What follows belongs to an exercise in optimizing a design on an open flow for small area, a short achievable clock period and few clock cycles; a production flow would make more cautious choices.
At most, simulation tests tie the RTL to the original design; equivalence was not proved.
For run 2, only the layout was checked, not whether the RTL still works.
Power and IR drop assume default switching activity.

## flow/design.v

```verilog
module stripe_engine (
  input  wire        clk,
  input  wire        rst,
  input  wire        cmd_valid,
  output wire        cmd_ready,
  input  wire [5:0]  cmd_k,
  input  wire [1:0]  cmd_m,
  input  wire [34:0] cmd_lost,
  input  wire [9:0]  cmd_cols,
  input  wire        in_valid,
  output wire        in_ready,
  input  wire [31:0] in_data,
  output wire        out_valid,
  input  wire        out_ready,
  output wire [31:0] out_data,
  output wire [5:0]  out_member,
  output wire        out_last
);
  function [7:0] gmul(input [7:0] a, input [7:0] b);
    reg [7:0] p, t;
    integer i;
    begin
      p = 8'h00;
      t = a;
      for (i = 0; i < 8; i = i + 1) begin
        if (b[i]) p = p ^ t;
        t = t[7] ? ((t << 1) ^ 8'h1D) : (t << 1);
      end
      gmul = p;
    end
  endfunction
  function [31:0] gmul4(input [31:0] a, input [7:0] b);
    gmul4 = {gmul(a[31:24], b), gmul(a[23:16], b), gmul(a[15:8], b), gmul(a[7:0], b)};
  endfunction
  function [7:0] dg(input [7:0] b);
    dg = {1'b0, b[7:1]} ^ (b[0] ? 8'h8E : 8'h00);
  endfunction
  function [31:0] h1(input [31:0] a);
    h1 = {dg(a[31:24]), dg(a[23:16]), dg(a[15:8]), dg(a[7:0])};
  endfunction
  function [31:0] h2(input [31:0] a);
    h2 = h1(h1(a));
  endfunction
  function [7:0] gpos(input [4:0] q);
    case (q)
      5'd0: gpos = 8'h01;
      5'd1: gpos = 8'h02;
      5'd2: gpos = 8'h04;
      5'd3: gpos = 8'h08;
      5'd4: gpos = 8'h10;
      5'd5: gpos = 8'h20;
      5'd6: gpos = 8'h40;
      5'd7: gpos = 8'h80;
      5'd8: gpos = 8'h1D;
      5'd9: gpos = 8'h3A;
      5'd10: gpos = 8'h74;
      5'd11: gpos = 8'hE8;
      5'd12: gpos = 8'hCD;
      5'd13: gpos = 8'h87;
      5'd14: gpos = 8'h13;
      5'd15: gpos = 8'h26;
      5'd16: gpos = 8'h4C;
      5'd17: gpos = 8'h98;
      5'd18: gpos = 8'h2D;
      5'd19: gpos = 8'h5A;
      5'd20: gpos = 8'hB4;
      5'd21: gpos = 8'h75;
      5'd22: gpos = 8'hEA;
      5'd23: gpos = 8'hC9;
      5'd24: gpos = 8'h8F;
      5'd25: gpos = 8'h03;
      5'd26: gpos = 8'h06;
      5'd27: gpos = 8'h0C;
      5'd28: gpos = 8'h18;
      5'd29: gpos = 8'h30;
      5'd30: gpos = 8'h60;
      5'd31: gpos = 8'hC0;
    endcase
  endfunction
  function [7:0] gneg(input [4:0] q);
    case (q)
      5'd0: gneg = 8'h01;
      5'd1: gneg = 8'h8E;
      5'd2: gneg = 8'h47;
      5'd3: gneg = 8'hAD;
      5'd4: gneg = 8'hD8;
      5'd5: gneg = 8'h6C;
      5'd6: gneg = 8'h36;
      5'd7: gneg = 8'h1B;
      5'd8: gneg = 8'h83;
      5'd9: gneg = 8'hCF;
      5'd10: gneg = 8'hE9;
      5'd11: gneg = 8'hFA;
      5'd12: gneg = 8'h7D;
      5'd13: gneg = 8'hB0;
      5'd14: gneg = 8'h58;
      5'd15: gneg = 8'h2C;
      5'd16: gneg = 8'h16;
      5'd17: gneg = 8'h0B;
      5'd18: gneg = 8'h8B;
      5'd19: gneg = 8'hCB;
      5'd20: gneg = 8'hEB;
      5'd21: gneg = 8'hFB;
      5'd22: gneg = 8'hF3;
      5'd23: gneg = 8'hF7;
      5'd24: gneg = 8'hF5;
      5'd25: gneg = 8'hF4;
      5'd26: gneg = 8'h7A;
      5'd27: gneg = 8'h3D;
      5'd28: gneg = 8'h90;
      5'd29: gneg = 8'h48;
      5'd30: gneg = 8'h24;
      5'd31: gneg = 8'h12;
    endcase
  endfunction
  function [7:0] zinv(input [4:0] d);
    case (d)
      5'd0: zinv = 8'h00;
      5'd1: zinv = 8'hF4;
      5'd2: zinv = 8'hA7;
      5'd3: zinv = 8'h9D;
      5'd4: zinv = 8'h72;
      5'd5: zinv = 8'hED;
      5'd6: zinv = 8'h5F;
      5'd7: zinv = 8'h54;
      5'd8: zinv = 8'hA0;
      5'd9: zinv = 8'hA9;
      5'd10: zinv = 8'hFB;
      5'd11: zinv = 8'h74;
      5'd12: zinv = 8'h85;
      5'd13: zinv = 8'hE4;
      5'd14: zinv = 8'hC0;
      5'd15: zinv = 8'h8A;
      5'd16: zinv = 8'h67;
      5'd17: zinv = 8'hDC;
      5'd18: zinv = 8'h26;
      5'd19: zinv = 8'h63;
      5'd20: zinv = 8'hF2;
      5'd21: zinv = 8'hE9;
      5'd22: zinv = 8'hB4;
      5'd23: zinv = 8'hD2;
      5'd24: zinv = 8'h02;
      5'd25: zinv = 8'h8E;
      5'd26: zinv = 8'hBA;
      5'd27: zinv = 8'hAA;
      5'd28: zinv = 8'hDE;
      5'd29: zinv = 8'h89;
      5'd30: zinv = 8'h57;
      5'd31: zinv = 8'h59;
    endcase
  endfunction
  function [7:0] gsq(input [7:0] a);
    begin
      gsq[0] = a[0] ^ a[4] ^ a[6] ^ a[7];
      gsq[1] = a[7];
      gsq[2] = a[1] ^ a[4] ^ a[5] ^ a[6];
      gsq[3] = a[4] ^ a[6];
      gsq[4] = a[2] ^ a[4] ^ a[5] ^ a[7];
      gsq[5] = a[5];
      gsq[6] = a[3] ^ a[5] ^ a[6];
      gsq[7] = a[6];
    end
  endfunction
  localparam [1:0] ST_IDLE = 2'd0, ST_SETUP = 2'd1, ST_RUN = 2'd2, ST_DRAIN = 2'd3;
  reg  [1:0]  st;
  reg         cmd_ready_r, in_ready_r, pok_r;
  reg  [5:0]  k_r;
  reg  [1:0]  m_r;
  reg  [34:0] lost_r;
  reg  [9:0]  cols_r;           
  reg         lastcol;          
  reg  [4:0]  klast;            
  reg  [1:0]  scnt;             
  reg  [2:0]  lp, ap;           
  reg  [5:0]  lix;              
  reg  [4:0]  pos;              
  reg         inpar;            
  reg  [1:0]  ps;
  reg         plost;            
  reg         p0, p1;           
  reg         ald;              
  reg         sfu;              
  reg  [2:0]  used;             
  reg         first;            
  reg  [4:0]  l0, l1, l2;       
  reg  [1:0]  ecnt;             
  reg  [31:0] A0, A1, A2;
  reg         op_v;
  reg  [1:0]  op_dst;
  reg         op_wr, op_emit, op_last;
  reg  [5:0]  op_mem;
  reg  [7:0]  mc_r;             
  reg  [2:0]  ms_r;             
  reg         mone_r, macc_r;   
  reg         elast;            
  reg         pe0;              
  reg         ed;
  reg  [3:0]  ei;
  reg  [2:0]  ptodo;
  reg  [1:0]  ej;
  reg  [1:0]  sp_f, sp_q;
  reg         sp_sq;
  reg         pend0;
  reg  [5:0]  pm0;
  reg         pl0;
  reg         ov;
  reg  [31:0] od;
  reg  [5:0]  om;
  reg         ol;
  assign cmd_ready  = cmd_ready_r;
  assign in_ready   = in_ready_r;
  assign out_valid  = ov;
  assign out_data   = od;
  assign out_member = om;
  assign out_last   = ol;
  wire [1:0] e     = ecnt;
  wire [1:0] ra = ap[0] ? 2'd0 : ap[1] ? 2'd1 : 2'd2;
  wire [1:0] rb = (ap[0] && ap[1]) ? 2'd1 : 2'd2;
  wire       run   = (st == ST_RUN);
  wire       out_free = !ov || out_ready;
  wire       bub    = run && plost && !inpar;
  wire       cons   = in_ready_r && in_valid;
  wire       adv    = cons || (bub && pok_r);
  wire [2:0] cand   = ap & (!inpar ? 3'b111 : (ps == 2'd0) ? 3'b110 : (ps == 2'd1) ? 3'b100 : 3'b000);
  wire       has_np = |cand;
  wire [1:0] np     = cand[0] ? 2'd0 : cand[1] ? 2'd1 : 2'd2;
  wire       lastpos = (ald || inpar) && !has_np;
  wire       capt   = bub && pok_r && first;          
  wire [1:0] e_n    = capt ? ecnt + 2'd1 : ecnt;
  wire [2:0] used_n = {ap[2] && (({1'b0, ap[0]} + {1'b0, ap[1]}) < e_n),
                       ap[1] && ({1'b0, ap[0]} < e_n), ap[0] && (e_n != 2'd0)};
  wire [31:0] hd    = bub ? 32'h0 : in_data;         
  wire       lbit  = lost_r[lix];
  reg  [4:0] a_pos;
  reg        a_inpar, a_plost, a_p0, a_p1, a_ald, a_colend;
  always @* begin
    a_pos = pos; a_inpar = inpar; a_plost = plost; a_p0 = 1'b0; a_p1 = 1'b0;
    a_ald = 1'b0; a_colend = 1'b0;
    if (!inpar && !ald) begin
      a_pos = pos + 5'd1; a_plost = lbit; a_p1 = p0; a_ald = (pos + 5'd1 == klast);
    end else if (has_np) begin
      a_inpar = 1'b1;
    end else begin
      a_colend = 1'b1;
      a_pos = 5'd0; a_inpar = 1'b0; a_plost = lost_r[0]; a_p0 = 1'b1;
    end
  end
  wire       scp_c  = ald && !plost && (e == 2'd0) && lp[0];
  wire       scx_c  = inpar && (ps == 2'd0) && (e == 2'd1) && ap[0];
  wire       sc     = cons && (scp_c || scx_c);
  wire [5:0] sc_mem = scp_c ? k_r : {1'b0, l0};
  wire       sc_last = lastcol && (scp_c ? (lp == 3'b001) : (lp == 3'b000));
  wire       dskip  = (e == 2'd1) && ap[0];
  wire       st_c   = (ald && !plost && (e == 2'd0) && (lp[2:1] != 2'b00)) ||
                      (lastpos && (e != 2'd0) && (!dskip || (lp != 3'b000)));
  wire       start  = adv && st_c;
  function [1:0] lowb(input [2:0] v);
    lowb = v[0] ? 2'd0 : v[1] ? 2'd1 : 2'd2;
  endfunction
  function [2:0] bitof(input [1:0] s);
    bitof = (s == 2'd0) ? 3'b001 : (s == 2'd1) ? 3'b010 : 3'b100;
  endfunction
  wire [3:0] dlen = (e == 2'd1) ? 4'd1 : (e == 2'd2) ? ((ra == 2'd0 && rb == 2'd1) ? 4'd4 : 4'd5) : 4'd12;
  localparam OPW = 20;
  function [OPW-1:0] dec(input ded, input [3:0] dei, input [2:0] dpt, input [1:0] dej,
                         input [1:0] de, input [1:0] dra, input [1:0] drb, input [3:0] ddl,
                         input [5:0] dk, input [4:0] dl0, input [4:0] dl1, input [4:0] dl2);
    reg [1:0] src, dst, f, q, s, xr;
    reg       wr, acc, emit, one, last, sq;
    reg [5:0] mem;
    begin
      src = 2'd0; dst = 2'd0; wr = 1'b0; acc = 1'b0; emit = 1'b0; one = 1'b0;
      mem = 6'd0; f = 2'd0; q = 2'd0; sq = 1'b0; last = 1'b0;
      s = lowb(dpt);
      xr = (de == 2'd2 && dej == 2'd1) ? drb : dra;
      if (ded) begin
        last = (dei == ddl - 4'd1) && (dpt == 3'b000);
        wr = 1'b1;
        if (de == 2'd1) begin
          src = dra; dst = dra; f = 2'd1; q = 2'd0; sq = (dra == 2'd2);
          emit = 1'b1; mem = {1'b0, dl0};
        end else if (de == 2'd2) begin
          if (dra == 2'd0 && drb == 2'd1) begin
            case (dei)
              4'd0: begin src = 2'd0; dst = 2'd1; acc = 1'b1; f = 2'd0; q = 2'd1; end
              4'd1: begin src = 2'd1; dst = 2'd1; f = 2'd1; q = 2'd0; end
              4'd2: begin src = 2'd1; dst = 2'd1; f = 2'd2; q = 2'd0; emit = 1'b1; mem = {1'b0, dl0}; end
              default: begin src = 2'd1; dst = 2'd0; acc = 1'b1; one = 1'b1; emit = 1'b1; mem = {1'b0, dl1}; end
            endcase
          end else if (dra == 2'd0) begin
            case (dei)
              4'd0: begin src = 2'd0; dst = 2'd2; acc = 1'b1; f = 2'd0; q = 2'd1; sq = 1'b1; end
              4'd1: begin src = 2'd2; dst = 2'd2; f = 2'd1; q = 2'd0; sq = 1'b1; end
              4'd2: begin src = 2'd2; dst = 2'd2; f = 2'd2; q = 2'd0; end
              4'd3: begin src = 2'd2; dst = 2'd2; f = 2'd2; q = 2'd0; emit = 1'b1; mem = {1'b0, dl0}; end
              default: begin src = 2'd2; dst = 2'd0; acc = 1'b1; one = 1'b1; emit = 1'b1; mem = {1'b0, dl1}; end
            endcase
          end else begin
            case (dei)
              4'd0: begin src = 2'd1; dst = 2'd2; acc = 1'b1; f = 2'd0; q = 2'd1; end
              4'd1: begin src = 2'd2; dst = 2'd2; f = 2'd1; q = 2'd0; sq = 1'b1; end
              4'd2: begin src = 2'd2; dst = 2'd2; f = 2'd2; q = 2'd0; emit = 1'b1; mem = {1'b0, dl0}; end
              4'd3: begin src = 2'd2; dst = 2'd1; acc = 1'b1; f = 2'd0; q = 2'd0; end
              default: begin src = 2'd1; dst = 2'd1; f = 2'd1; q = 2'd1; emit = 1'b1; mem = {1'b0, dl1}; end
            endcase
          end
        end else begin
          case (dei)
            4'd0:  begin src = 2'd1; dst = 2'd2; acc = 1'b1; f = 2'd0; q = 2'd2; end
            4'd1:  begin src = 2'd0; dst = 2'd1; acc = 1'b1; f = 2'd0; q = 2'd2; end
            4'd2:  begin src = 2'd1; dst = 2'd2; acc = 1'b1; f = 2'd0; q = 2'd1; end
            4'd3:  begin src = 2'd2; dst = 2'd2; f = 2'd1; q = 2'd0; sq = 1'b1; end
            4'd4:  begin src = 2'd2; dst = 2'd2; f = 2'd2; q = 2'd0; end
            4'd5:  begin src = 2'd2; dst = 2'd2; f = 2'd2; q = 2'd1; emit = 1'b1; mem = {1'b0, dl0}; end
            4'd6:  begin src = 2'd2; dst = 2'd1; acc = 1'b1; f = 2'd0; q = 2'd0; end
            4'd7:  begin src = 2'd2; dst = 2'd1; acc = 1'b1; f = 2'd0; q = 2'd2; end
            4'd8:  begin src = 2'd1; dst = 2'd1; f = 2'd1; q = 2'd1; end
            4'd9:  begin src = 2'd1; dst = 2'd1; f = 2'd2; q = 2'd2; emit = 1'b1; mem = {1'b0, dl1}; end
            4'd10: begin src = 2'd2; dst = 2'd0; acc = 1'b1; one = 1'b1; end
            default: begin src = 2'd1; dst = 2'd0; acc = 1'b1; one = 1'b1; emit = 1'b1; mem = {1'b0, dl2}; end
          endcase
        end
      end else begin
        last = (dej == de) && ((dpt & ~bitof(s)) == 3'b000);
        mem = dk + {4'd0, s};
        sq = (s == 2'd2);
        one = (s == 2'd0);
        if (dej == 2'd0) begin
          src = s; dst = s; wr = (de != 2'd0); emit = (de == 2'd0);
          f = 2'd0; q = 2'd3;
        end else begin
          src = xr; dst = s; wr = 1'b1; acc = 1'b1; emit = (dej == de);
          f = 2'd0; q = dej - 2'd1;
        end
      end
      dec = {src, dst, wr, acc, emit, one, mem, last, f, q, sq};
    end
  endfunction
  reg        s_ed;
  reg [3:0]  s_ei;
  reg [2:0]  s_pt;
  reg [1:0]  s_ej;
  always @* begin
    s_ed = ed; s_ei = ei; s_pt = ptodo; s_ej = ej;
    if (ed) begin
      if (ei == dlen - 4'd1) s_ed = 1'b0;
      else s_ei = ei + 4'd1;
    end else begin
      if (ej == e) s_pt = ptodo & ~bitof(lowb(ptodo));
      else s_ej = ej + 2'd1;
    end
    if ((ed && !s_ed) || (!ed && s_pt != ptodo))
      s_ej = {1'b0, (e != 2'd0) && s_pt[0]};
  end
  wire       dskip_n = (e_n == 2'd1) && ap[0];
  wire       z_ed    = (e_n != 2'd0) && !dskip_n;
  wire [2:0] z_pt    = (e_n == 2'd0) ? (lp & 3'b110) : lp;
  wire [1:0] z_ej    = {1'b0, (e_n != 2'd0) && z_pt[0]};
  wire [OPW-1:0] dcur = dec(ed, ei, ptodo, ej, e, ra, rb, dlen, k_r, l0, l1, l2);
  wire [OPW-1:0] dnxt = dec(s_ed, s_ei, s_pt, s_ej, e, ra, rb, dlen, k_r, l0, l1, l2);
  wire [3:0] dlen_n = (e_n == 2'd1) ? 4'd1 : (e_n == 2'd2) ? ((ra == 2'd0 && rb == 2'd1) ? 4'd4 : 4'd5) : 4'd12;
  wire [OPW-1:0] dst0 = dec(z_ed, 4'd0, z_pt, z_ej, e_n, ra, rb, dlen_n, k_r, l0, l1, l2);
  wire [4:0] cq   = (sp_q == 2'd0) ? l0 : (sp_q == 2'd1) ? l1 : (sp_q == 2'd2) ? l2 : klast;
  wire [4:0] cda  = (sp_q == 2'd2) ? l1 : l0;
  wire [4:0] cdb  = (sp_q == 2'd0) ? l1 : l2;
  wire [7:0] cpn  = (sp_f == 2'd0) ? gpos(cq) : gneg(cq);
  wire [7:0] cval = (sp_f == 2'd2) ? zinv(cdb - cda) : sp_sq ? gsq(cpn) : cpn;
  wire [7:0] yk   = gpos(klast);
  wire [7:0] ycoef = (np == 2'd2) ? gsq(yk) : yk;
  wire [31:0] m_a    = ({32{ms_r[0]}} & A0) | ({32{ms_r[1]}} & A1) | ({32{ms_r[2]}} & A2);
  wire [7:0]  m_c    = mone_r ? 8'h01 : mc_r;
  wire [31:0] m_d    = (op_dst == 2'd0) ? A0 : (op_dst == 2'd1) ? A1 : A2;
  wire [31:0] m_p    = gmul4(m_a, m_c) ^ (macc_r ? m_d : 32'h0);
  wire [31:0] m_sf   = m_p ^ in_data;
  wire        op_go  = op_v && !pend0 && (!op_emit || out_free);
  wire        op_w   = op_go && op_wr;
  wire        e0_go  = pend0 && out_free;             
  wire        load   = start || (op_go && !op_last);
  wire        wload  = adv && !op_v && !lastpos && has_np && (ald || inpar);   
  wire        opv_n   = load || (op_v && !op_go);
  wire        pend0_n = (pend0 || sc) && !out_free;
  wire        pe0_n   = start ? (e == 2'd0) : pe0;
  reg  [1:0]  st_n;
  reg  [4:0]  pos_n;
  reg         inpar_n, plost_n, p0_n;
  reg  [1:0]  ps_n;
  always @* begin
    st_n = st; pos_n = pos; inpar_n = inpar; plost_n = plost; p0_n = p0; ps_n = ps;
    case (st)
      ST_IDLE:  if (cmd_valid && cmd_ready_r) st_n = ST_SETUP;
      ST_SETUP: if (scnt == m_r - 2'd1) begin
                  st_n = ST_RUN; pos_n = 5'd0; inpar_n = 1'b0; plost_n = lost_r[0]; p0_n = 1'b1;
                end
      ST_RUN:   if (adv) begin
                  pos_n = a_pos; inpar_n = a_inpar; plost_n = a_plost; p0_n = a_p0; ps_n = np;
                  if (a_colend && lastcol) st_n = ST_DRAIN;
                end
      default:  ;
    endcase
    if (st_n == ST_DRAIN && !opv_n && !pend0_n) st_n = ST_IDLE;
  end
  wire pok_n = !pend0_n && ((p0_n && pe0_n) || !opv_n);
  always @(posedge clk) begin
    if (cmd_ready_r) begin
      k_r    <= cmd_k;
      m_r    <= cmd_m;
      lost_r <= cmd_lost;
      cols_r <= cmd_cols;
    end
    if (rst) begin
      st          <= ST_IDLE;
      cmd_ready_r <= 1'b1;
      in_ready_r  <= 1'b0;
      pok_r       <= 1'b0;
      op_v        <= 1'b0;
      pend0       <= 1'b0;
      ov          <= 1'b0;
    end else begin
      st          <= st_n;
      cmd_ready_r <= (st_n == ST_IDLE);
      pok_r       <= pok_n;
      in_ready_r  <= (st_n == ST_RUN) && pok_n && !(!inpar_n && plost_n);
      op_v        <= opv_n;
      pend0       <= pend0_n;
      if ((op_go && op_emit) || e0_go || sc) ov <= 1'b1;
      else if (out_ready) ov <= 1'b0;
    end
    pos   <= pos_n;
    inpar <= inpar_n;
    plost <= plost_n;
    p0    <= p0_n;
    ps    <= ps_n;
    used  <= used_n;
    if (st == ST_SETUP || (run && adv)) begin
      p1  <= run && a_p1;
      ald <= run && a_ald;
      sfu <= run && a_inpar && used_n[np];
    end
    if (st == ST_IDLE) begin
      scnt <= 2'd0;
      lp   <= 3'b000;
      ap   <= 3'b000;
      lix  <= cmd_k;
    end else if (st == ST_SETUP) begin
      scnt  <= scnt + 2'd1;
      lp[scnt] <= lbit;
      ap[scnt] <= !lbit;
      lix   <= (scnt == m_r - 2'd1) ? 6'd1 : lix + 6'd1;
      klast <= k_r[4:0] - 5'd1;
      lastcol <= (cols_r == 10'd1);
      first <= 1'b1;
      ecnt  <= 2'd0;
    end
    if (run && adv && !inpar && !ald)
      lix <= lix + 6'd1;
    if (run && adv && a_colend)
      lix <= 6'd1;
    if (run && adv && a_colend && !lastcol) begin
      cols_r  <= cols_r - 10'd1;
      lastcol <= (cols_r == 10'd2);
      first   <= 1'b0;
    end
    if (capt) begin
      case (ecnt)
        2'd0: l0 <= pos;
        2'd1: l1 <= pos;
        default: l2 <= pos;
      endcase
      ecnt <= e_n;
    end
    if (load) begin
      {op_dst, op_wr, macc_r, op_emit, mone_r, op_mem, op_last} <= dcur[OPW-3:5];
      ms_r <= bitof(dcur[OPW-1:OPW-2]);
      if (dcur[5]) begin
        ed <= z_ed; ei <= 4'd0; ptodo <= z_pt; ej <= z_ej;
        {sp_f, sp_q, sp_sq} <= dst0[4:0];
      end else begin
        ed <= s_ed; ei <= s_ei; ptodo <= s_pt; ej <= s_ej;
        {sp_f, sp_q, sp_sq} <= dnxt[4:0];
      end
    end else begin
      if (!op_v || (op_go && op_last)) begin
        ed <= z_ed; ei <= 4'd0; ptodo <= z_pt; ej <= z_ej;
        {sp_f, sp_q, sp_sq} <= dst0[4:0];
      end
      if (wload) begin
        ms_r <= bitof(np); mone_r <= 1'b0; macc_r <= 1'b0;
      end
    end
    if (start) begin
      elast <= lastcol;
      pe0   <= (e == 2'd0);
    end
    if (load)
      mc_r <= cval;
    else if (wload)
      mc_r <= ycoef;
    if (sc) begin
      pm0 <= sc_mem;
      pl0 <= sc_last;
    end
    if (op_w && op_dst == 2'd0)
      A0 <= m_p;
    else if (cons || bub && pok_r) begin
      if (!inpar)
        A0 <= p0 ? hd : A0 ^ hd;
      else if (sfu && ps == 2'd0)
        A0 <= A0 ^ in_data;
    end
    if (op_w && op_dst == 2'd1)
      A1 <= m_p;
    else if ((cons || bub && pok_r) && !p0) begin
      if (!inpar)
        A1 <= h1(p1 ? A0 : A1) ^ hd;
      else if (sfu && ps == 2'd1)
        A1 <= m_sf;
    end
    if (op_w && op_dst == 2'd2)
      A2 <= m_p;
    else if ((cons || bub && pok_r) && !p0) begin
      if (!inpar)
        A2 <= h2(p1 ? A0 : A2) ^ hd;
      else if (sfu && ps == 2'd2)
        A2 <= m_sf;
    end
    if (op_go && op_emit) begin
      od <= m_p;
      om <= op_mem;
      ol <= op_last && elast;
    end else if (e0_go) begin
      od <= A0;
      om <= pm0;
      ol <= pl0;
    end else if (sc && out_free) begin
      od <= A0 ^ in_data;
      om <= sc_mem;
      ol <= sc_last;
    end
  end
endmodule
```

## flow/run.sh

```bash
#!/bin/bash
# synth_recipe.tcl (not shown) runs the flow's synth.tcl, then flattens the netlist and writes it again
# the make line also repeats each setting of config.mk as NAME=value (left out here)
make -C /OpenROAD-flow-scripts/flow DESIGN_CONFIG=/design/flow/config.mk WORK_HOME=/design/flow/orfs CLKGATE_MAP_FILE= SYNTH_SCRIPT=/design/flow/synth_recipe.tcl finish
```

## flow/config.mk

```make
export PLATFORM = sky130hd
export DESIGN_NAME = stripe_engine
export DESIGN_NICKNAME = stripe_engine
export VERILOG_FILES = /design/flow/design.v
export SDC_FILE = /design/flow/constraint.sdc
export NUM_CORES = 8
export LEC_CHECK = 0
export ABC_CLOCK_PERIOD_IN_PS = 3000
export CAP_MARGIN = 20
export CORE_MARGIN = 2
export CORE_UTILIZATION = 55
export SETUP_SLACK_MARGIN = 5
export SLEW_MARGIN = 20
```

## flow/constraint.sdc

```tcl
create_clock -name core_clock -period 10.0 [get_ports {clk}]
set_input_delay 2.0000 -clock core_clock [delete_from_list [all_inputs] [get_ports {clk}]]
set_output_delay 2.0000 -clock core_clock [all_outputs]
set_load 0.01 [all_outputs]
```

==> notes.md, run 1 <==
The run finished with no timing, DRC or antenna violations. The setup fix buffers added after clock tree synthesis is 0. The combinational share of power came out at 47.0%. The most frequently used flop master after synthesis is sky130_fd_sc_hd__edfxtp_1. The first global-routing pass estimated 136,400 um of wire. The effective utilization at floorplan is 56.01%. Entering global routing, the biggest net connects 69 pins. The number of placed I/O pins came out at 132.

The buffer levels on the longest clock path came out at 3. For this design the total switching power over the nets is 2.450 mW. The utilization of the core after routing is 61.92%. Routability-driven placement finished with a final weighted congestion of 0.9102.

The highest ir drop seen on vdd came out at 0.2789 mV. Dividing the final minimum period by the clock period gives 46.39%. The total wire length after detailed routing came out at 88,130 um. When the netlist entered floorplanning its net count stood at 3,397.

The largest stage delay on the critical path came out at 0.66 ns. The die span in y is 227.7 um. The post-detailed-route count of antenna-violating nets came out at 0. The worst setup path is launched from a primary input.

The design draws 6.025 mW. TritonCTS built the clock tree. Counting stages on the worst path, the most repeated cell is sky130_fd_sc_hd__a21oi_1. The combined area of all synthesized cells is 27,530 um2. The clock tree skew after final layout is 0.02473 ns. For this run, asynchronously set or reset flops after synthesis account for 0%.

The detailed placer's ending HPWL came out at 62,440 um. Sequential elements use 31.77% of the synthesized area. The clock net sink count is 303.

The number of filler instances in the final layout is 4,311. In this run switching power makes up 40.67% of total power. The number of instances in the synthesized netlist is 3,250. The average detailed-routed wire length per instance came out at 22.59 um. The first-pass detailed-route iteration total is 7. The initial antenna violation count is 0. The die area came out at 51,870 um2. The internal power came out at 3.574 mW.

Summing over every cut layer, the via total after detailed routing is 24,500. The worst-case headroom to the max-slew limit is 22.21%. In the layout the commonest cells are sky130_fd_sc_hd__nor2_1, sky130_fd_sc_hd__nand2_1, sky130_fd_sc_hd__xnor2_1. Summed over all cells, the static leakage comes to 11.46 nW. The time the worst path needs with I/O delays and setup came out at 4.639 ns. The number of global-route vias before repair is 23,920.

For this design the ratio of total power to cell area is 198.0 nW/um2. The count of maximum capacitance violations came out at 0. The number of setup violations in the final report is 0. The sequential share of power came out at 29.4%.

The number of remaining DRC errors is 0. Clock latency on the worst-skew pair, taken at its later pin, is 0.58 ns. The number of levels the H-tree was split into came out at 2. For the worst setup path, the data required time is 10.30 ns.

The area inside the core boundary is 49,150 um2. The clock transition at the register clock pins on the worst setup and hold paths after CTS is 0.06 ns. The quantity of hold-fixing buffers added after cts is 0. Compared with the post-synthesis result, the final layout area differs by 10.54%. After routing, the total negative slack on setup checks comes to 0 ns. The endpoint class of the critical path is a flop.

For this block, the initial DRC count from the detailed router was 2,698. The slew at the pin closest to its max-slew limit is 1.159 ns. The floorplan row count is 81. Among all stages on the critical path, the largest delay is contributed by sky130_fd_sc_hd__nand2b_2.

A synthesized cell averages 8.472 um2. The placed instance count is 3,831. The count of inserted antenna diode cells came out at 0. Setup repair after global routing left no endpoint under its margin. The number of endpoints with negative hold slack in the final report came to 0. The number of vias per cell is 6.279. After global routing the overflow that remains totals 0.

The count of buffers inserted at the top-level ports came out at 131. The total of cells resized after clock tree synthesis is 0. The achievable clock frequency came out at 215.6 MHz. The signal on the critical path passes through clkdlybuf4s50_1 -> nor2b_1 -> a21oi_1 -> nand2_1 -> nor2_1 -> nand2_2 -> buf_4 -> nand2b_2 -> o22ai_1 -> a21oi_1. In the final design database the tool counted 3,355 nets. The worst setup path is of the in -> reg kind. The overall fraction of global-route tracks in use is 33.09%. The number of CTS-inserted buffers is 38. The number of distinct library cells after synthesis is 90. The die is 227.7 um wide. The Yosys warning count came out at 1. The peak fanout along the critical path came out at 55. The number of synthesized register bits came out at 303. The most common library cell in the layout ignoring fill and taps is sky130_fd_sc_hd__nor2_1.

The tree is rooted in a sky130_fd_sc_hd__clkbuf_16. The clock share of power came out at 23.6%. The critical path data arrival time came out at 4.94 ns. The fraction of layout instances using a drive strength above 1 is 7.412%. The non-filler instance count after layout is 3,902.

The path class of the tightest hold or removal check is reg -> reg. The number of max-slew violations in the final report came out at 0. Counting flops with a built-in enable in the synthesized netlist gives 268.
-- cell families (layout without fill, tap and decap cells) --
group | count (synthesis) | after routing | share of synthesized area, %
AOI/OAI and AO/OA | 763 | 763 | 17.73
xor gates and xnor gates | 516 | 516 | 17.69
adders and majority gates | 58 | 58 | 2.681
buffers and inverters | 346 | 334 | 4.953
DFF | 303 | 303 | 31.77
muxes | 220 | 220 | 8.893
and+or+nand+nor | 1044 | 1044 | 16.28
-- power by group through the flow --
stage          Clock, mW  Combinational [mW]  Sequential (mW)
6_report            1.42                2.83             1.77
5_1_grt             1.49                3.06             1.79
4_1_cts             1.44                2.79             1.77
3_5_place_dp           0                2.77             1.79
3_3_place_gp           0                2.72             1.79
2_1_floorplan          0                2.13             1.72
-- area by class of cell --
| cell class | instances | area, um2 | share of cell area [%] |
|---|---|---|---|
| clock buffer | 43 | 991.0 | 3.256 |
| clock inverter | 27 | 279.0 | 0.9168 |
| inverter | 57 | 214.0 | 0.7030 |
| multi-input combinational | 2601 | 17490 | 57.46 |
| sequential | 303 | 8753 | 28.76 |
| tap | 664 | 830.8 | 2.730 |
| timing repair buffer | 207 | 1879 | 6.175 |
-- routing by layer --
metal / global-route usage, % / part of all wire [%] / wire [um]
met2: 57.08 / 49 / 43470
met5: 0 / 0 / 0
met3: 3.359 / 5.4 / 4725
met4: 21.28 / 6.6 / 5787
met1: 39.49 / 39 / 34150
-- worst max-delay path: cells and delay by family --
kind            cells  cell delay [ns]
simple gates        5             1.33
compound gates      3             0.59
buf+inv             2             0.98
-- state kept, by name (all words and copies together), names as in the netlist, 6 cells and up --
| signal | flops |
|---|---|
| om | 6 |
| lost_r | 35 |
| mc_r | 8 |
| A0 | 32 |
| k_r | 6 |
| yk | 8 |
| od | 32 |
| lix | 6 |
| cols_r | 10 |
| op_mem | 6 |
| A1 | 32 |
| A2 | 32 |
| pm0 | 6 |
-- path summary, 6_finish.rpt --
check               startpoint                end  slack [ns]  depth (start not counted)
min                pe0$_DFF_P_        pe0$_DFF_P_        0.49                          1
max reg2reg  sp_q[1]$_DFFE_PP_  mc_r[2]$_DFFE_PP_        5.44                         12
max                  out_ready    A1[0]$_DFFE_PP_        5.36                         10
min reg2reg        pe0$_DFF_P_        pe0$_DFF_P_        0.49                          1
-- cell usage after synthesis (20+ instances only) --
| cell | count | area (um2) |
|---|---|---|
| sky130_fd_sc_hd__edfxtp_1 | 268 | 8048 |
| sky130_fd_sc_hd__a21oi_1 | 214 | 1071 |
| sky130_fd_sc_hd__xnor2_1 | 324 | 2838 |
| sky130_fd_sc_hd__buf_2 | 22 | 110.1 |
| sky130_fd_sc_hd__nand3_1 | 64 | 320.3 |
| sky130_fd_sc_hd__clkbuf_1 | 239 | 897.1 |
| sky130_fd_sc_hd__mux2i_1 | 176 | 1762 |
| sky130_fd_sc_hd__o22ai_1 | 68 | 425.4 |
| sky130_fd_sc_hd__o221ai_1 | 38 | 332.8 |
| sky130_fd_sc_hd__nand2_1 | 381 | 1430 |
| sky130_fd_sc_hd__o21ai_0 | 195 | 975.9 |
| sky130_fd_sc_hd__mux2_2 | 27 | 304.0 |
| sky130_fd_sc_hd__nand2b_1 | 33 | 206.5 |
| sky130_fd_sc_hd__nor3_1 | 33 | 165.2 |
| sky130_fd_sc_hd__nor2b_1 | 31 | 193.9 |
| sky130_fd_sc_hd__buf_1 | 20 | 75.07 |
| sky130_fd_sc_hd__xor2_1 | 158 | 1384 |
| sky130_fd_sc_hd__inv_1 | 56 | 210.2 |
| sky130_fd_sc_hd__dfxtp_1 | 35 | 700.7 |
| sky130_fd_sc_hd__ha_1 | 55 | 688.2 |
| sky130_fd_sc_hd__a221oi_1 | 29 | 254.0 |
| sky130_fd_sc_hd__o211ai_1 | 20 | 150.1 |
| sky130_fd_sc_hd__nor2_1 | 415 | 1558 |
| sky130_fd_sc_hd__a222oi_1 | 32 | 320.3 |
-- stage by stage --
stage,hold WS (ns),cell area [um2],setup WS [ns]
floorplan,0.4490,27540,5.143
global placement,0.4651,29140,4.964
detailed placement,0.4759,29150,4.896
CTS,0.4864,30420,5.455
global route,0.5039,30430,5.162
finish,0.4855,30430,5.361
Testbench counts, summed over its fixed seeds: cycles 148,604.
==> run 2: changes to the inputs <==
--- a/flow/design.v
+++ b/flow/design.v
@@ -30,7 +30,20 @@
     end
   endfunction
   function [31:0] gmul4(input [31:0] a, input [7:0] b);
-    gmul4 = {gmul(a[31:24], b), gmul(a[23:16], b), gmul(a[15:8], b), gmul(a[7:0], b)};
+    reg [63:0] cx;
+    reg [7:0]  t;
+    integer i, l;
+    begin
+      t = b;
+      for (i = 0; i < 8; i = i + 1) begin
+        cx[8*i +: 8] = t;
+        t = t[7] ? ((t << 1) ^ 8'h1D) : (t << 1);
+      end
+      gmul4 = 32'h0;
+      for (l = 0; l < 4; l = l + 1)
+        for (i = 0; i < 8; i = i + 1)
+          if (a[8*l + i]) gmul4[8*l +: 8] = gmul4[8*l +: 8] ^ cx[8*i +: 8];
+    end
   endfunction
   function [7:0] dg(input [7:0] b);
     dg = {1'b0, b[7:1]} ^ (b[0] ? 8'h8E : 8'h00);
@@ -184,14 +197,18 @@
   reg         first;            
   reg  [4:0]  l0, l1, l2;       
   reg  [1:0]  ecnt;             
+  reg  [4:0]  zd01, zd02, zd12;  
+  reg         scf, scpf;        
   reg  [31:0] A0, A1, A2;
   reg         op_v;
   reg  [1:0]  op_dst;
   reg         op_wr, op_emit, op_last;
   reg  [5:0]  op_mem;
   reg  [7:0]  mc_r;             
-  reg  [2:0]  ms_r;             
-  reg         mone_r, macc_r;   
+  reg  [2:0]  op_src;           
+  reg         op_one, op_acc;
+  reg  [2:0]  ms_r;
+  reg         mone_r, macc_r, mxin_r;
   reg         elast;            
   reg         pe0;              
   reg         ed;
@@ -245,11 +262,9 @@
       a_pos = 5'd0; a_inpar = 1'b0; a_plost = lost_r[0]; a_p0 = 1'b1;
     end
   end
-  wire       scp_c  = ald && !plost && (e == 2'd0) && lp[0];
-  wire       scx_c  = inpar && (ps == 2'd0) && (e == 2'd1) && ap[0];
-  wire       sc     = cons && (scp_c || scx_c);
-  wire [5:0] sc_mem = scp_c ? k_r : {1'b0, l0};
-  wire       sc_last = lastcol && (scp_c ? (lp == 3'b001) : (lp == 3'b000));
+  wire       sc     = cons && scf;
+  wire [5:0] sc_mem = scpf ? k_r : {1'b0, l0};
+  wire       sc_last = lastcol && (scpf ? (lp == 3'b001) : (lp == 3'b000));
   wire       dskip  = (e == 2'd1) && ap[0];
   wire       st_c   = (ald && !plost && (e == 2'd0) && (lp[2:1] != 2'b00)) ||
                       (lastpos && (e != 2'd0) && (!dskip || (lp != 3'b000)));
@@ -361,17 +376,15 @@
   wire [3:0] dlen_n = (e_n == 2'd1) ? 4'd1 : (e_n == 2'd2) ? ((ra == 2'd0 && rb == 2'd1) ? 4'd4 : 4'd5) : 4'd12;
   wire [OPW-1:0] dst0 = dec(z_ed, 4'd0, z_pt, z_ej, e_n, ra, rb, dlen_n, k_r, l0, l1, l2);
   wire [4:0] cq   = (sp_q == 2'd0) ? l0 : (sp_q == 2'd1) ? l1 : (sp_q == 2'd2) ? l2 : klast;
-  wire [4:0] cda  = (sp_q == 2'd2) ? l1 : l0;
-  wire [4:0] cdb  = (sp_q == 2'd0) ? l1 : l2;
+  wire [4:0] czd  = (sp_q == 2'd0) ? zd01 : (sp_q == 2'd1) ? zd02 : zd12;
   wire [7:0] cpn  = (sp_f == 2'd0) ? gpos(cq) : gneg(cq);
-  wire [7:0] cval = (sp_f == 2'd2) ? zinv(cdb - cda) : sp_sq ? gsq(cpn) : cpn;
+  wire [7:0] cval = (sp_f == 2'd2) ? zinv(czd) : sp_sq ? gsq(cpn) : cpn;
   wire [7:0] yk   = gpos(klast);
   wire [7:0] ycoef = (np == 2'd2) ? gsq(yk) : yk;
   wire [31:0] m_a    = ({32{ms_r[0]}} & A0) | ({32{ms_r[1]}} & A1) | ({32{ms_r[2]}} & A2);
   wire [7:0]  m_c    = mone_r ? 8'h01 : mc_r;
   wire [31:0] m_d    = (op_dst == 2'd0) ? A0 : (op_dst == 2'd1) ? A1 : A2;
-  wire [31:0] m_p    = gmul4(m_a, m_c) ^ (macc_r ? m_d : 32'h0);
-  wire [31:0] m_sf   = m_p ^ in_data;
+  wire [31:0] m_x    = gmul4(m_a, m_c) ^ (macc_r ? m_d : 32'h0) ^ (mxin_r ? in_data : 32'h0);
   wire        op_go  = op_v && !pend0 && (!op_emit || out_free);
   wire        op_w   = op_go && op_wr;
   wire        e0_go  = pend0 && out_free;             
@@ -400,6 +413,28 @@
     if (st_n == ST_DRAIN && !opv_n && !pend0_n) st_n = ST_IDLE;
   end
   wire pok_n = !pend0_n && ((p0_n && pe0_n) || !opv_n);
+  wire       wscp_c = ald && !plost && (e == 2'd0) && lp[0];
+  wire       wscp_a = a_ald && !a_plost && (e_n == 2'd0) && lp[0];
+  wire       wsc_c = wscp_c || (inpar && ps == 2'd0 && (e == 2'd1) && ap[0]);
+  wire       wsc_a = wscp_a || (a_inpar && np == 2'd0 && (e_n == 2'd1) && ap[0]);
+  wire [1:0] wps_a = a_inpar ? np : ps;
+  wire       wsc   = adv ? wsc_a : wsc_c;
+  wire [1:0] wps   = adv ? wps_a : ps;
+  reg  [2:0] ms_n;
+  reg        mone_n, macc_n, mxin_n;
+  always @* begin
+    if (pend0_n) begin
+      ms_n = 3'b001; mone_n = 1'b1; macc_n = 1'b0; mxin_n = 1'b0;
+    end else if (load) begin
+      ms_n = bitof(dcur[OPW-1:OPW-2]); mone_n = dcur[OPW-8]; macc_n = dcur[OPW-6]; mxin_n = 1'b0;
+    end else if (op_v && !op_go) begin
+      ms_n = op_src; mone_n = op_one; macc_n = op_acc; mxin_n = 1'b0;
+    end else if (wsc) begin
+      ms_n = 3'b001; mone_n = 1'b1; macc_n = 1'b0; mxin_n = 1'b1;
+    end else begin
+      ms_n = bitof(wps); mone_n = 1'b0; macc_n = 1'b0; mxin_n = 1'b1;
+    end
+  end
   always @(posedge clk) begin
     if (cmd_ready_r) begin
       k_r    <= cmd_k;
@@ -469,8 +504,8 @@
       ecnt <= e_n;
     end
     if (load) begin
-      {op_dst, op_wr, macc_r, op_emit, mone_r, op_mem, op_last} <= dcur[OPW-3:5];
-      ms_r <= bitof(dcur[OPW-1:OPW-2]);
+      {op_dst, op_wr, op_acc, op_emit, op_one, op_mem, op_last} <= dcur[OPW-3:5];
+      op_src <= bitof(dcur[OPW-1:OPW-2]);
       if (dcur[5]) begin
         ed <= z_ed; ei <= 4'd0; ptodo <= z_pt; ej <= z_ej;
         {sp_f, sp_q, sp_sq} <= dst0[4:0];
@@ -483,14 +518,20 @@
         ed <= z_ed; ei <= 4'd0; ptodo <= z_pt; ej <= z_ej;
         {sp_f, sp_q, sp_sq} <= dst0[4:0];
       end
-      if (wload) begin
-        ms_r <= bitof(np); mone_r <= 1'b0; macc_r <= 1'b0;
-      end
     end
     if (start) begin
       elast <= lastcol;
       pe0   <= (e == 2'd0);
     end
+    scf    <= wsc;
+    scpf   <= adv ? wscp_a : wscp_c;
+    zd01   <= l1 - l0;
+    zd02   <= l2 - l0;
+    zd12   <= l2 - l1;
+    ms_r   <= ms_n;
+    mone_r <= mone_n;
+    macc_r <= macc_n;
+    mxin_r <= mxin_n;
     if (load)
       mc_r <= cval;
     else if (wload)
@@ -500,7 +541,7 @@
       pl0 <= sc_last;
     end
     if (op_w && op_dst == 2'd0)
-      A0 <= m_p;
+      A0 <= m_x;
     else if (cons || bub && pok_r) begin
       if (!inpar)
         A0 <= p0 ? hd : A0 ^ hd;
@@ -508,31 +549,30 @@
         A0 <= A0 ^ in_data;
     end
     if (op_w && op_dst == 2'd1)
-      A1 <= m_p;
+      A1 <= m_x;
     else if ((cons || bub && pok_r) && !p0) begin
       if (!inpar)
         A1 <= h1(p1 ? A0 : A1) ^ hd;
       else if (sfu && ps == 2'd1)
-        A1 <= m_sf;
+        A1 <= m_x;
     end
     if (op_w && op_dst == 2'd2)
-      A2 <= m_p;
+      A2 <= m_x;
     else if ((cons || bub && pok_r) && !p0) begin
       if (!inpar)
         A2 <= h2(p1 ? A0 : A2) ^ hd;
       else if (sfu && ps == 2'd2)
-        A2 <= m_sf;
+        A2 <= m_x;
     end
+    if ((op_go && op_emit) || e0_go || (sc && out_free))
+      od <= m_x;
     if (op_go && op_emit) begin
-      od <= m_p;
       om <= op_mem;
       ol <= op_last && elast;
     end else if (e0_go) begin
-      od <= A0;
       om <= pm0;
       ol <= pl0;
     end else if (sc && out_free) begin
-      od <= A0 ^ in_data;
       om <= sc_mem;
       ol <= sc_last;
     end
==> flow/flow/run.sh (new file) <==
#!/bin/bash
set -euo pipefail
bash standard.sh "BUFFER_PORTS_ARGS=-buffer_cell sky130_fd_sc_hd__buf_4" finish > orfs_make.log 2>&1
==> flow/standard.sh (new file) <==
#!/bin/bash
# synth_recipe.tcl (not shown) runs the flow's synth.tcl, then flattens the netlist and writes it again
# the make line also repeats each setting of config.mk as NAME=value (left out here)
make -C /OpenROAD-flow-scripts/flow DESIGN_CONFIG=/design/flow/config.mk WORK_HOME=/design/flow/orfs CLKGATE_MAP_FILE= SYNTH_SCRIPT=/design/flow/synth_recipe.tcl "${@:-finish}"
--- a/flow/config.mk
+++ b/flow/config.mk
@@ -5,9 +5,10 @@
 export SDC_FILE = /design/flow/constraint.sdc
 export NUM_CORES = 8
 export LEC_CHECK = 0
-export ABC_CLOCK_PERIOD_IN_PS = 3000
+export ABC_CLOCK_PERIOD_IN_PS = 2000
 export CAP_MARGIN = 20
 export CORE_MARGIN = 2
-export CORE_UTILIZATION = 55
+export CORE_UTILIZATION = 70
+export CTS_BUF_LIST = sky130_fd_sc_hd__clkbuf_4 sky130_fd_sc_hd__clkbuf_8
 export SETUP_SLACK_MARGIN = 5
 export SLEW_MARGIN = 20
removed: flow/run.sh
==> run 2 against run 1 <==
Non-clock buffer count decreased by 9. Wire length is 13% lower. Still clean. Register-to-register slack better by 0.11 ns. Total power grew 1.9%. Fmax rose by 4.2%. Critical path type is now reg -> reg. First-iteration DRC count up 15%. Global-route usage up 6.2 points. Clock-buffer cell count up 19. Combinational power about the same. Final area fell by 6.6%.
==> notes.md, run 2 <==
The number of remaining DRC errors is 0 (unchanged). By instance count, the leading cell after synthesis is sky130_fd_sc_hd__nor2_1. The initial antenna violation count is 0 (unchanged). The synthesized area per cell came to 8.716 um2 (+2.9%). The number of distinct library cells after synthesis is 93 (+3.3%). The run finished with no timing, DRC or antenna violations. The area added between synthesis and finish came out at 9.937%. The worst register-to-register path begins at sp_q[0]$_DFFE_PP_. The setup path with the least slack is of type reg -> reg. The setup slack of the worst register-to-register path is 5.55 ns (+0.11 ns). The achievable clock frequency came out at 224.6 MHz (+4.2%).

The global-route wire length before repair came to 119,800 um (-12%). The number of nets at the end of the flow is 3,184 (-5.1%). The horizontal die dimension was 196.2 um (-14%).

The area after detailed placement came out at 27,160 um2 (-6.8%). The clock latency on the worst-skew pair came out at 0.67 ns (+0.09 ns). The number of levels the H-tree was split into came to 2 (unchanged). Yosys attributes the largest share of cell area to sky130_fd_sc_hd__edfxtp_1, sky130_fd_sc_hd__xnor2_1, sky130_fd_sc_hd__nor2_1. The die area is 38,480 um2 (-26%). The cell sitting at the root of the clock tree is a sky130_fd_sc_hd__clkbuf_8. The time the worst path needs with I/O delays and setup is 4.453 ns (-0.1865 ns). The worst setup path is launched from a flop.

The detailed-route via count is 23,390 (-4.5%). For this run, the leading register cell type out of synthesis is sky130_fd_sc_hd__edfxtp_1. The worst min-delay path category is reg -> reg.

The buffer levels on the longest clock path is 3 (unchanged). The floorplan row count is 70 (-14%). The number of endpoints with negative hold slack in the final report came out at 0 (unchanged). The number of max-slew violations in the final report came to 0 (unchanged).

The fraction of layout instances using a drive strength above 1 is 11.68% (+4.3 points). The Yosys warning count came to 1 (unchanged). The count of flip-flops with a built-in enable after synthesis is 268 (unchanged). The power dissipated by switching net loads came out at 2.469 mW (+0.79%). The combinational share of power came out at 46.2% (-0.8 points).

The number of placed I/O pins was 132 (unchanged). The clock net sink count came out at 326 (+7.6%). The effective utilization at floorplan was 70.78% (+15 points). The setup slack at placement came to 5.391 ns (+0.4954 ns). The count of maximum capacitance violations is 0 (unchanged). The top register by number of flip-flops is lost_r. The critical path data required time is 10.41 ns (+0.11 ns). The source of the worst hold timing path is scnt[1]$_SDFFE_PP0P_. The sum of negative setup slack came out at 0 ns (unchanged). The area inside the core boundary is 36,520 um2 (-26%). The leakage power of the design came out at 11.07 nW (-3.4%). The area share of the leading cell type in the synthesized netlist is 31.13% (+1.9 points). The setup fix buffers added after clock tree synthesis is 0 (unchanged). The total wire length after detailed routing is 76,640 um (-13%). The quantity of hold-fixing buffers added after cts was 0 (unchanged). The combined area of all synthesized cells is 25,850 um2 (-6.1%).

The routability congestion estimate from global placement came out at 0.9613 (+5.6%). Leaving out fill and tap cells, the most frequent cells in the layout are sky130_fd_sc_hd__nor2_1, sky130_fd_sc_hd__xnor2_1, sky130_fd_sc_hd__nand2_1. The die span in y came to 196.2 um (-14%). The peak fanout along the critical path came to 12 (-78%). The post-detailed-route count of antenna-violating nets came to 0 (unchanged). The average detailed-routed wire length per instance is 21.69 um (-4.0%). The overall fraction of global-route tracks in use was 39.27% (+6.2 points). The library cell used most frequently in the layout, excluding fill and tap cells, is sky130_fd_sc_hd__nor2_1.

The number of vias per cell came out at 6.619 (+5.4%). The number of setup violations in the final report is 0 (unchanged). The post-route cell area is 28,420 um2 (-6.6%).

The first-pass detailed-route iteration total came out at 9 (+2). The count of buffers inserted at the top-level ports was 131 (unchanged). The leftover overflow at the end of global routing is 0 (unchanged). The internal power came out at 3.672 mW (+2.7%). TritonCTS built the clock tree. The clock tree skew after final layout came out at 0.05579 ns (+0.03106 ns). The starting DRC count in detailed routing came out at 3,108 (+15%). The sequential share of power came out at 31.2% (+1.8 points).

By count the netlist is led by sky130_fd_sc_hd__nor2_1, sky130_fd_sc_hd__xnor2_1, sky130_fd_sc_hd__nand2_1. The final cycle utilization of the critical path is 44.53% (-1.9 points). Setup repair after global routing left no endpoint under its margin. The clock share of power is 22.6% (-1.0 points).

The detailed placer's ending HPWL came out at 51,940 um (-17%). The clock transition at the register clock pins on the worst setup and hold paths after CTS was 0.06 ns (about the same). The net switching share of the total power is 40.21% (-0.46 points). The slew at the pin closest to its max-slew limit came to 1.047 ns (-0.1114 ns).

The async set-or-reset flop fraction in the synthesized netlist is 0% (unchanged). The critical path data arrival time came to 4.86 ns (-0.08 ns). The highest ir drop seen on vdd is 0.1812 mV (-35%).

The final worst-path setup slack is 5.547 ns (+0.1865 ns). The number of CTS-inserted buffers came out at 55 (+45%). The number of flip-flops in the largest register is 35 (unchanged). The number of synthesized register bits is 326 (+7.6%). The worst-case headroom to the max-slew limit is 30.19% (+8.0 points). The number of instances in the synthesized netlist is 2,966 (-8.7%). The power density over the cells is 216.1 nW/um2 (+9.2%). The proportion of synthesized chip area in sequential cells came out at 35.62% (+3.8 points). The most critical setup path has its startpoint at sp_q[0]$_DFFE_PP_.

The post-layout total power came out at 6.141 mW (+1.9%). The post-synthesis cell type with the largest combined area is sky130_fd_sc_hd__edfxtp_1. The synthesized net count is 3,130 (-7.9%). The endpoint class of the critical path is a flop. The number of global-route vias before repair came out at 22,360 (-6.5%). The largest net degree at the start of global routing came out at 69 (unchanged). The count of inserted antenna diode cells is 0 (unchanged).

The total of cells resized after clock tree synthesis was 0 (unchanged).
run 2: cell types whose count changed after synthesis, sizes merged, moves of 37 or more:
cell | previous run | this run
nand3 | 64 | 27
nand2 | 381 | 327
mux2i | 176 | 131
a21oi | 214 | 262
o22ai | 69 | 20
xor2 | 161 | 101
clkbuf | 242 | 166
run 2: critical path: stages, from the launching register on:
cell and delay [ns]:
sky130_fd_sc_hd__edfxtp_1 0.86, sky130_fd_sc_hd__mux4_1 0.90, sky130_fd_sc_hd__inv_1 0.27, sky130_fd_sc_hd__ha_1 0.34, sky130_fd_sc_hd__inv_1 0.13, sky130_fd_sc_hd__ha_1 0.21
sky130_fd_sc_hd__o2111ai_1 0.19, sky130_fd_sc_hd__o31a_1 0.18, sky130_fd_sc_hd__o211ai_2 0.17, sky130_fd_sc_hd__xor2_1 0.22, sky130_fd_sc_hd__xnor2_1 0.22, sky130_fd_sc_hd__a21oi_1 0.10
sky130_fd_sc_hd__or3_1 0.39
run 2: layer usage:
metal / GRT usage [%] / up-vias / share of wire [%]
li1: - / 10560 / -
met4: 18.86 / 0 / 5.0
met5: 0 / - / 0
met3: 7.753 / 305 / 12
met2: 61.46 / 1567 / 44
met1: 52.66 / 10960 / 39
run 2: cells by family (layout without fill, tap and decap cells):
logic type	after synthesis	in the layout	share of synthesized area [%]
flops	326	326	35.62
xor+xnor	462	462	16.32
compound gates	704	704	16.70
buf+inv	292	392	4.525
simple gates	945	945	15.78
fa+ha+maj	75	75	3.737
mux	162	162	7.308
run 2: power by group through the flow:
stage                     logic (mW)  registers [mW]  clock network (mW)
after detailed placement        2.75            1.94                   0
final                           2.84            1.92                1.39
after floorplan                 2.15            1.86                   0
after global placement          2.68            1.93                   0
after CTS                       2.77            1.91                1.39
after global routing            3.05            1.93                1.45
run 2: layout make-up:
| type | instances | area (um2) |
|---|---|---|
| Clock buffer | 62 | 815.8 |
| Clock inverter | 41 | 445.4 |
| Fill cell | 2513 | 8103 |
| Inverter | 91 | 341.6 |
| Multi-Input combinational cell | 2348 | 15540 |
| Sequential cell | 326 | 9210 |
| Tap cell | 468 | 585.6 |
| Timing Repair Buffer | 198 | 1484 |
run 2: stage by stage:
step / utilization, % / hold WS (ns) / cells
after floorplan: - / 0.4185 / 2966
after CTS: 77.81 / 0.5101 / 3534
after global routing: 77.81 / 0.5431 / 3534
after global placement: 74.33 / 0.4908 / 3430
after detailed placement: 74.36 / 0.4930 / 3431
final: 77.81 / 0.5167 / 3534
run 2: path summary, 6_finish.rpt:
kind,to,cells past startpoint
min reg2reg,scnt[1]$_SDFFE_PP0P_,2
min,scnt[1]$_SDFFE_PP0P_,2
max,mc_r[4]$_DFFE_PP_,12
max reg2reg,mc_r[4]$_DFFE_PP_,12
==> run 3: changes to the inputs <==
--- a/flow/design.v
+++ b/flow/design.v
@@ -177,7 +177,6 @@
   localparam [1:0] ST_IDLE = 2'd0, ST_SETUP = 2'd1, ST_RUN = 2'd2, ST_DRAIN = 2'd3;
   reg  [1:0]  st;
   reg         cmd_ready_r, in_ready_r, pok_r;
-  reg  [5:0]  k_r;
   reg  [1:0]  m_r;
   reg  [34:0] lost_r;
   reg  [9:0]  cols_r;           
@@ -263,7 +262,7 @@
     end
   end
   wire       sc     = cons && scf;
-  wire [5:0] sc_mem = scpf ? k_r : {1'b0, l0};
+  wire [5:0] sc_mem = scpf ? {1'b0, klast} + 6'd1 : {1'b0, l0};
   wire       sc_last = lastcol && (scpf ? (lp == 3'b001) : (lp == 3'b000));
   wire       dskip  = (e == 2'd1) && ap[0];
   wire       st_c   = (ald && !plost && (e == 2'd0) && (lp[2:1] != 2'b00)) ||
@@ -371,10 +370,10 @@
   wire       z_ed    = (e_n != 2'd0) && !dskip_n;
   wire [2:0] z_pt    = (e_n == 2'd0) ? (lp & 3'b110) : lp;
   wire [1:0] z_ej    = {1'b0, (e_n != 2'd0) && z_pt[0]};
-  wire [OPW-1:0] dcur = dec(ed, ei, ptodo, ej, e, ra, rb, dlen, k_r, l0, l1, l2);
-  wire [OPW-1:0] dnxt = dec(s_ed, s_ei, s_pt, s_ej, e, ra, rb, dlen, k_r, l0, l1, l2);
+  wire [OPW-1:0] dcur = dec(ed, ei, ptodo, ej, e, ra, rb, dlen, {1'b0, klast} + 6'd1, l0, l1, l2);
+  wire [OPW-1:0] dnxt = dec(s_ed, s_ei, s_pt, s_ej, e, ra, rb, dlen, {1'b0, klast} + 6'd1, l0, l1, l2);
   wire [3:0] dlen_n = (e_n == 2'd1) ? 4'd1 : (e_n == 2'd2) ? ((ra == 2'd0 && rb == 2'd1) ? 4'd4 : 4'd5) : 4'd12;
-  wire [OPW-1:0] dst0 = dec(z_ed, 4'd0, z_pt, z_ej, e_n, ra, rb, dlen_n, k_r, l0, l1, l2);
+  wire [OPW-1:0] dst0 = dec(z_ed, 4'd0, z_pt, z_ej, e_n, ra, rb, dlen_n, {1'b0, klast} + 6'd1, l0, l1, l2);
   wire [4:0] cq   = (sp_q == 2'd0) ? l0 : (sp_q == 2'd1) ? l1 : (sp_q == 2'd2) ? l2 : klast;
   wire [4:0] czd  = (sp_q == 2'd0) ? zd01 : (sp_q == 2'd1) ? zd02 : zd12;
   wire [7:0] cpn  = (sp_f == 2'd0) ? gpos(cq) : gneg(cq);
@@ -408,7 +407,7 @@
                   pos_n = a_pos; inpar_n = a_inpar; plost_n = a_plost; p0_n = a_p0; ps_n = np;
                   if (a_colend && lastcol) st_n = ST_DRAIN;
                 end
-      default:  ;
+      default:  if (cmd_valid && cmd_ready_r) st_n = ST_SETUP;
     endcase
     if (st_n == ST_DRAIN && !opv_n && !pend0_n) st_n = ST_IDLE;
   end
@@ -437,7 +436,7 @@
   end
   always @(posedge clk) begin
     if (cmd_ready_r) begin
-      k_r    <= cmd_k;
+      klast  <= cmd_k[4:0] - 5'd1;
       m_r    <= cmd_m;
       lost_r <= cmd_lost;
       cols_r <= cmd_cols;
@@ -452,7 +451,8 @@
       ov          <= 1'b0;
     end else begin
       st          <= st_n;
-      cmd_ready_r <= (st_n == ST_IDLE);
+      cmd_ready_r <= (st_n == ST_IDLE) ||
+                     (st_n == ST_DRAIN && (!opv_n || (load ? dcur[5] : op_last)));
       pok_r       <= pok_n;
       in_ready_r  <= (st_n == ST_RUN) && pok_n && !(!inpar_n && plost_n);
       op_v        <= opv_n;
@@ -471,7 +471,7 @@
       ald <= run && a_ald;
       sfu <= run && a_inpar && used_n[np];
     end
-    if (st == ST_IDLE) begin
+    if (cmd_ready_r) begin
       scnt <= 2'd0;
       lp   <= 3'b000;
       ap   <= 3'b000;
@@ -481,7 +481,6 @@
       lp[scnt] <= lbit;
       ap[scnt] <= !lbit;
       lix   <= (scnt == m_r - 2'd1) ? 6'd1 : lix + 6'd1;
-      klast <= k_r[4:0] - 5'd1;
       lastcol <= (cols_r == 10'd1);
       first <= 1'b1;
       ecnt  <= 2'd0;
==> run 3 against run 2 <==
Still clean. Clock-buffer cell count is 17 higher. Fmax shrank 3.4%. Sequential power hardly changed. Die area increased by 1.2%. Largest cell class unchanged. Largest power group unchanged. Highest routed layer unchanged.
==> notes.md, run 3 <==
The horizontal die dimension is 197.4 um (+0.60%). The floorplan row count is 70 (unchanged). The clock tree skew after final layout came to 0.05217 ns (-0.003617 ns).

The proportion of synthesized chip area in sequential cells is 34.46% (-1.2 points). The number of synthesized register bits came to 320 (-1.8%). The post-detailed-route count of antenna-violating nets is 0 (unchanged).

The global-route wire length before repair is 124,000 um (+3.5%). The number of flip-flops in the largest register is 35 (unchanged). The combined area of all synthesized cells came out at 26,170 um2 (+1.2%). The number of max-slew violations in the final report is 0 (unchanged). For hold timing, the worst endpoint is pe0$_DFF_P_. The number of cells on the worst reg-to-reg path was 10 (-2). The number of placed I/O pins came out at 132 (unchanged). The overall fraction of global-route tracks in use is 40.60% (+1.3 points). The initial antenna violation count came out at 0 (unchanged). The number of setup violations in the final report came out at 0 (unchanged). The die span in y came out at 197.4 um (+0.60%). The slew at the pin closest to its max-slew limit came out at 1.179 ns (+0.1318 ns). The total wire length after detailed routing is 79,380 um (+3.6%). The sum of negative setup slack came to 0 ns (unchanged). The cell with the most instances after synthesis is sky130_fd_sc_hd__nor2_1.

The global routing stage identified its most utilized layer as met2. The largest stage delay on the critical path is 0.79 ns (-0.11 ns). The Yosys warning count is 1 (unchanged). The count of flip-flops with a built-in enable after synthesis is 261 (-2.6%). The highest ir drop seen on vdd came out at 0.1791 mV (-1.2%). Ranked by total cell area, the synthesized netlist is headed by sky130_fd_sc_hd__edfxtp_1, sky130_fd_sc_hd__xnor2_1, sky130_fd_sc_hd__nor2_1. The setup slack of the worst register-to-register path was 5.39 ns (-0.16 ns).

The worst flop-to-flop path endpoint is sp_q[0]$_DFFE_PP_. More flip-flops sit in one register than any other, and that register is lost_r. The global-route track usage on met2 is 62.01% (+0.55 points). The library cells used most frequently in the layout, excluding fill and tap cells, are sky130_fd_sc_hd__nor2_1, sky130_fd_sc_hd__xnor2_1, sky130_fd_sc_hd__nand2_1. The number of vias per cell came out at 6.698 (+1.2%). The number of global-route vias before repair came out at 23,020 (+2.9%). The area added between synthesis and finish came out at 9.127%.

The kind of cell with the highest combined delay along the critical path is compound AO/OA/AOI/OAI gates. The average detailed-routed wire length per instance came out at 22.19 um (+2.3%). The first-pass detailed-route iteration total is 8 (-1).

The largest net degree at the start of global routing came to 72 (+4.3%). The worst hold path cell count is 2 (unchanged). The run finished with no timing, DRC or antenna violations. The utilization of the core after routing came out at 77.82% (about the same).

The total of cells resized after clock tree synthesis is 0 (unchanged). sky130_fd_sc_hd__edfxtp_1 takes more of the synthesized area than any other cell. The number of nets at the end of the flow came out at 3,226 (+1.3%). The commonest cells after synthesis are sky130_fd_sc_hd__nor2_1, sky130_fd_sc_hd__xnor2_1, sky130_fd_sc_hd__nand2_1. The critical path data required time is 10.38 ns (-0.03 ns). The number of buffer and inverter stages on the critical path came out at 0 (-2). The number of endpoints with negative hold slack in the final report came out at 0 (unchanged). The count of maximum capacitance violations came out at 0 (unchanged). The quantity of hold-fixing buffers added after cts came out at 0 (unchanged). The number of instances in the synthesized netlist came to 3,029 (+2.1%). The most used flip-flop cell after synthesis is sky130_fd_sc_hd__edfxtp_1. The peak fanout along the critical path came out at 20 (+8). TritonCTS built the clock tree. The worst hold path begins at pe0$_DFF_P_. The time the worst path needs with I/O delays and setup came out at 4.608 ns (+0.1551 ns). The count of inserted antenna diode cells came out at 0 (unchanged).

The non-filler instance count after layout is 3,577 (+1.2%). The worst-case headroom to the max-slew limit is 21.41% (-8.8 points). The async set-or-reset flop fraction in the synthesized netlist came out at 0% (unchanged).

The critical path launch point type is a flop. The buffer levels on the longest clock path is 3 (unchanged). The clock transition at the register clock pins on the worst setup and hold paths after CTS is 0.07 ns (about the same). Setup repair after global routing left no endpoint under its margin.

The setup fix buffers added after clock tree synthesis is 0 (unchanged). The effective utilization at floorplan came out at 71.31% (+0.53 points). The clock latency on the worst-skew pair was 0.70 ns (+0.03 ns). The detailed placer's ending HPWL is 53,970 um (+3.9%). The die area is 38,950 um2 (+1.2%). The starting DRC count in detailed routing is 3,015 (-3.0%).

The tightest min-delay check is of the reg -> reg type. The leakage power of the design came to 11.12 nW (+0.41%). The largest individual stage delay along the critical path comes from the cell sky130_fd_sc_hd__o21ai_1. The critical path data arrival time is 4.99 ns (+0.13 ns). The count of buffers inserted at the top-level ports came out at 131 (unchanged). The critical path is of the reg -> reg type. The synthesized area per cell is 8.639 um2 (-0.88%). The number of CTS-inserted buffers came to 54 (-1.8%). The area inside the core boundary came out at 36,700 um2 (+0.48%). The post-layout total power is 6.848 mW (+12%).

The worst setup path is captured at a flop. The number of remaining DRC errors is 0 (unchanged). The placed instance count is 3,475 (+1.3%).

The CTS root buffer is sky130_fd_sc_hd__clkbuf_8. The clock net sink count is 320 (-1.8%). Traced cell by cell, the critical path runs through ha_1 -> nand2b_1 -> a22oi_1 -> o21a_1 -> o21ai_1 -> mux2_2 -> nor3_1 -> a21oi_1 -> a2111o_1 -> o21ai_0. The met3 capacity usage during global routing came out at 9.476% (+1.7 points). The synthesized net count was 3,192 (+2.0%).

The detailed-route via count came to 23,960 (+2.4%). The area share of the leading cell type in the synthesized netlist is 29.95% (-1.2 points). The beginning of the worst register-to-register path is ap[0]$_SDFFE_PP0P_. The power density over the cells is 239.8 nW/um2 (+11%).

The final cycle utilization of the critical path is 46.08% (+1.6 points). The library cell used most frequently in the layout, excluding fill and tap cells, is sky130_fd_sc_hd__nor2_1. The achievable clock frequency is 217.0 MHz (-3.4%). The fraction of layout instances using a drive strength above 1 came to 12.42% (+0.74 points). The leftover overflow at the end of global routing came to 0 (unchanged). The met1 track demand over resource is 54.73% (+2.1 points). The routability congestion estimate from global placement came out at 0.9501 (-1.2%). The number of distinct library cells after synthesis is 86 (-7.5%).

The number of levels the H-tree was split into is 2 (unchanged).
## run 3: cell count changes after synthesis, sizes merged, moves of 29 or more
cell    delta
a21oi     -65
a22oi     +30
mux2      +29
nor2      +55
o21ai     -45
o221ai    +30
## run 3: kinds of logic (layout without fill, tap and decap cells)
family,Yosys count,after routing,synth area share (%)
xor+xnor,461,461,15.94
simple gates,1014,1014,16.56
fa+ha+maj,74,74,3.643
mux,189,189,8.190
compound gates,669,669,16.58
buf+inv,302,382,4.623
flops,320,320,34.46
## run 3: power by group
part           switching (mW)  total, mW  internal (mW)
sequential              0.197       1.95           1.75
clock                   0.582       1.28          0.701
combinational            2.20       3.61           1.42
total                    2.98       6.85           3.87
## run 3: metal layers
layer	part of all wire (%)	vias to the layer above
met3	12	289
met5	0	-
met4	4.5	0
li1	-	10770
met1	39	11330
met2	45	1568
## run 3: metrics by stage
step                      instance area (um2)  hold slack [ns]  setup slack (ns)
final                                   28560           0.4768             5.392
after global routing                    28560           0.5084             5.076
after global placement                  27370           0.4435             5.376
after detailed placement                27390           0.4560             5.285
after floorplan                         26170           0.4293             5.366
after CTS                               28560           0.4715             5.529
## run 3: how the worst max path moves through the flow
stage                             from                end  depth (start not counted)
floorplan                     in_valid    od[0]$_DFFE_PP_                          3
global placement             out_ready  mc_r[0]$_DFFE_PP_                         10
detailed placement           out_ready  mc_r[2]$_DFFE_PP_                         10
CTS                 ap[0]$_SDFFE_PP0P_  sp_q[0]$_DFFE_PP_                         10
global route        ap[0]$_SDFFE_PP0P_  sp_q[0]$_DFFE_PP_                         10
finish              ap[0]$_SDFFE_PP0P_  sp_q[0]$_DFFE_PP_                         10
## run 3: area by class of cell
class / count / area, um2
sequential: 320 / 9021
multi-input combinational: 2407 / 16000
tap: 468 / 585.6
clock inverter: 23 / 214.0
inverter: 85 / 319.1
timing repair buffer: 195 / 1463
clock buffer: 79 / 955.9
fill: 2533 / 8140
## run 3: tightest hold or removal path: cells and delay by family, from the launching register on
kind | cells | cell delay, ns
multiplexers | 1 | 0.08
buffers and inverters | 1 | 0.06
flip-flops | 1 | 0.31
Testbench counts of run 3, summed over its fixed seeds: cycles 148,422.

[re-timing with driven ports]
The results above use ideal ports. As a check the final layouts listed here were re-extracted and re-timed, cells and wires unchanged. Step 1 assumes that a clkbuf_16 drives the clock port and a buf_2 every other input. Step 2, shift: input delay + t, output delay - t, t = (earliest + latest rising clock arrival at the registers) / 2. This alone moves slack from input paths to output paths. Three values: ideal, step 1, step 2; two values: the first two.
run | t, ns | slack for setup (ns) | worst hold slack (ns)
run 1 | 0.631 | 5.361 / 5.377 / 4.745 | 0.485 / 0.485 / 0.485
run 2 | 0.700 | 5.547 / 5.547 / 5.274 | 0.517 / 0.517 / 0.517
run 3 | 0.725 | 5.392 / 5.392 / 5.144 | 0.477 / 0.477 / 0.477
After both steps every run listed still meets setup and hold. The setup slack of run 1, which loses most, moves by +0.016 ns with the drivers and by -0.616 ns with both steps.
